From an optimization exercise on the open Yosys and OpenROAD flow, aimed at small area, a short achievable clock period and few clock cycles per item; shortcuts taken in it are not production practice. Where RTL was checked, it was by simulation tests only, not by an equivalence proof against the original. Power and IR drop assume default switching activity.

// stripe_engine
module stripe_engine (
  input  wire        clk,
  input  wire        rst,
  input  wire        cmd_valid,
  output wire        cmd_ready,
  input  wire [1:0]  cmd_op,        
  input  wire [4:0]  cmd_dcount,    
  input  wire [21:0] cmd_miss,      
  input  wire        cmd_miss_p,    
  input  wire        cmd_miss_q,    
  input  wire        in_valid,
  output wire        in_ready,
  input  wire [63:0] in_data,
  output wire        res_valid,
  input  wire        res_ready,
  output reg  [2:0]  res_status,
  output reg  [4:0]  res_pos,
  output reg  [63:0] res_p,
  output reg  [63:0] res_q,
  output reg  [63:0] res_dx,
  output reg  [63:0] res_dy
);
==> flow/config.mk <==
export PLATFORM = sky130hd
export DESIGN_NAME = stripe_engine
export DESIGN_NICKNAME = stripe_engine
export VERILOG_FILES = /design/flow/design.v
export SDC_FILE = /design/flow/constraint.sdc
export NUM_CORES = 4
export LEC_CHECK = 0
export CAP_MARGIN = 20
export CELL_PAD_IN_SITES_DETAIL_PLACEMENT = 0
export CELL_PAD_IN_SITES_GLOBAL_PLACEMENT = 0
export CORE_MARGIN = 2
export CORE_UTILIZATION = 65
export CTS_CLUSTER_DIAMETER = 60
export CTS_CLUSTER_SIZE = 28
export PLACE_DENSITY = 0.75
export SLEW_MARGIN = 20
==> flow/constraint.sdc <==
create_clock -name core_clock -period 15.0 [get_ports {clk}]
set_input_delay 3.0000 -clock core_clock [delete_from_list [all_inputs] [get_ports {clk}]]
set_output_delay 3.0000 -clock core_clock [all_outputs]
set_load 0.01 [all_outputs]
standard.sh (not shown) runs the stock make flow with config.mk's settings and CLKGATE_MAP_FILE= SYNTH_SCRIPT=/design/flow/synth_recipe.tcl, a recipe that flattens the netlist after the stock synthesis.
==> flow/flow/run.sh <==
#!/bin/bash
# Standard ORFS layout with a tighter repair target and small port buffers.
set -euo pipefail
bash standard.sh SETUP_SLACK_MARGIN=10.6 \
  "BUFFER_PORTS_ARGS=-buffer_cell sky130_fd_sc_hd__buf_1" finish > orfs_make.log 2>&1
Testbench counts at the start, summed over its fixed seeds: cycles 37,082, items 1,920.
Rerun with:
--- a/flow/config.mk
+++ b/flow/config.mk
@@ -7,6 +7,4 @@
 export LEC_CHECK = 0
 export CAP_MARGIN = 20
-export CELL_PAD_IN_SITES_DETAIL_PLACEMENT = 0
-export CELL_PAD_IN_SITES_GLOBAL_PLACEMENT = 0
 export CORE_MARGIN = 2
 export CORE_UTILIZATION = 65
Outcome: Utilization is unchanged. Hold slack is unchanged. Critical path depth stays the same. Maximum frequency stays the same. Worst setup slack does not change. Routed wire length does not change.
Rerun with:
--- a/flow/config.mk
+++ b/flow/config.mk
@@ -11,4 +11,4 @@
 export CTS_CLUSTER_DIAMETER = 60
 export CTS_CLUSTER_SIZE = 28
-export PLACE_DENSITY = 0.75
+export PLACE_DENSITY = 0.65
 export SLEW_MARGIN = 20
=> The changed run went through all stages and came out clean. Setup slack is worse by 14 ps. Routed wire length falls by 0.98%. Synthesized cell count stays the same. Cell count rises by 0.37%. Synthesized area does not change. Die area does not change. Count of clock-buffer cells in the layout rises by 2. Sequential power stays flat. Via count falls by about 0.5%.
Rerun with:
--- a/flow/config.mk
+++ b/flow/config.mk
@@ -6,9 +6,9 @@
 export NUM_CORES = 4
 export LEC_CHECK = 0
-export CAP_MARGIN = 20
+export CAP_MARGIN = 5
 export CORE_MARGIN = 2
 export CORE_UTILIZATION = 65
 export CTS_CLUSTER_DIAMETER = 60
 export CTS_CLUSTER_SIZE = 28
-export PLACE_DENSITY = 0.65
-export SLEW_MARGIN = 20
+export PLACE_DENSITY = 0.75
+export SLEW_MARGIN = 5
The changed run went through all stages and came out clean.
Synthesized cell count does not change.
Die area stays the same.
Via count rises by 0.40%.
Clock power hardly moves.
Register-to-register slack is better by 100 ps.
Cell area falls by 0.60%.
Sequential share of layout area rises by 0.26 points.
Total power barely changes.
Clock-buffer cell count falls by 2.
Maximum frequency rises by 0.55%.

---

stripe_engine, a different RTL version from the one above (not shown whole).
For scale: about 3200 cells after synthesis, ~550 flip-flops, roughly 0.031 mm2 of cells after synthesis.
==> flow/config.mk <==
export PLATFORM = sky130hd
export DESIGN_NAME = stripe_engine
export DESIGN_NICKNAME = stripe_engine
export VERILOG_FILES = /design/flow/design.v
export SDC_FILE = /design/flow/constraint.sdc
export NUM_CORES = 4
export LEC_CHECK = 0
export CAP_MARGIN = 20
export CORE_MARGIN = 2
export CORE_UTILIZATION = 25
export PLACE_DENSITY = 0.35
export SLEW_MARGIN = 20
==> flow/constraint.sdc <==
create_clock -name core_clock -period 15.0 [get_ports {clk}]
set_input_delay 3.0000 -clock core_clock [delete_from_list [all_inputs] [get_ports {clk}]]
set_output_delay 3.0000 -clock core_clock [all_outputs]
set_load 0.01 [all_outputs]
Scripts as last shown in full above: flow/flow/run.sh
Next try:
==> flow/flow/run.sh (replaced) <==
#!/bin/bash
# Standard ORFS layout with a tighter repair target and small port buffers.
set -euo pipefail
bash standard.sh SETUP_SLACK_MARGIN=10.2 \
  "BUFFER_PORTS_ARGS=-buffer_cell sky130_fd_sc_hd__buf_1" finish > orfs_make.log 2>&1
Worst hold slack loses 0.0060 ns.
Clock skew goes down by 0.037 ns.
Combinational power rose slightly.
Power shrinks slightly.
Sequential power hardly moves.
Function was not checked in any run of this note: the RTL went through the layout flow alone.

---

Another version of the RTL of stripe_engine (not shown whole).
Size in the first run: about 3200 cells after synthesis, roughly 530 flip-flops, ~370 I/O pins, ~29000 sq um of cells after synthesis.
clock: 15.0 ns
lec_check: 0
cap_margin: 20
core_margin: 2
core_utilization: 65
cts_cluster_diameter: 60
cts_cluster_size: 28
place_density: 0.75
slew_margin: 20
==> flow/flow/run.sh <==
#!/bin/bash
# Standard ORFS layout with a tighter repair target and small port buffers.
set -euo pipefail
bash standard.sh SETUP_SLACK_MARGIN=10.75 \
  "BUFFER_PORTS_ARGS=-buffer_cell sky130_fd_sc_hd__buf_1" finish > orfs_make.log 2>&1
Next try:
--- a/flow/flow/run.sh
+++ b/flow/flow/run.sh
@@ -4 +4 @@
-bash standard.sh SETUP_SLACK_MARGIN=10.75 \
+bash standard.sh SETUP_SLACK_MARGIN=10.65 \
CAP_MARGIN = 5   (was 20)
CTS_CLUSTER_SIZE = 30   (was 28)
SLEW_MARGIN = 5   (was 20)
The new run finished clean.
Design area is lower by 2.3%.
Hold slack is worse by 0.015 ns.
Wire length is higher by 0.45%.
No functional check of the RTL was part of any run of this note.

re-timing with driven ports:
No port has a modelled driver above. Below, the same layouts with a new extraction and two added sets of constraints. Step 1, drivers: a clkbuf_16 drives clk and a buf_2 each remaining input, both assumed. Step 2 times the ports against the registers' clock, not the clock port: input delays grow and output delays shrink by t, the midpoint of the rising clock arrivals with the driver on. a / b / c = ideal ports / drivers / drivers and shift; a / b = the first two.
| run | t (ns) | setup WS [ns] | latest minus earliest clock arrival (ns) | pins driven straight from the clock port |
|---|---|---|---|---|
| the first run of note 1 | 0.640 | 10.602 / 10.545 / 10.103 | 0.043 / 0.044 | 1 |
| the second run of note 1 | 0.640 | 10.602 / 10.545 / 10.103 | 0.043 / 0.044 | 1 |
| the third run of note 1 | 0.643 | 10.589 / 10.529 / 10.074 | 0.040 / 0.040 | 1 |
| the fourth run of note 1 | 0.642 | 10.613 / 10.556 / 10.108 | 0.040 / 0.040 | 1 |
| the first run of note 2 | 0.724 | 10.603 / 10.539 / 9.882 | 0.063 / 0.063 | 1 |
| the second run of note 2 | 0.712 | 10.318 / 10.287 / 9.594 | 0.028 / 0.028 | 1 |
| the first run of note 3 | 0.642 | 10.692 / 10.632 / 10.369 | 0.048 / 0.048 | 1 |
| the second run of note 3 | 0.649 | 10.644 / 10.578 / 10.102 | 0.071 / 0.071 | 1 |
After both steps every run listed still meets setup and hold. For the second run of note 2, which loses most, drivers alone change the setup slack by -0.031 ns; drivers and shift together by -0.724 ns.
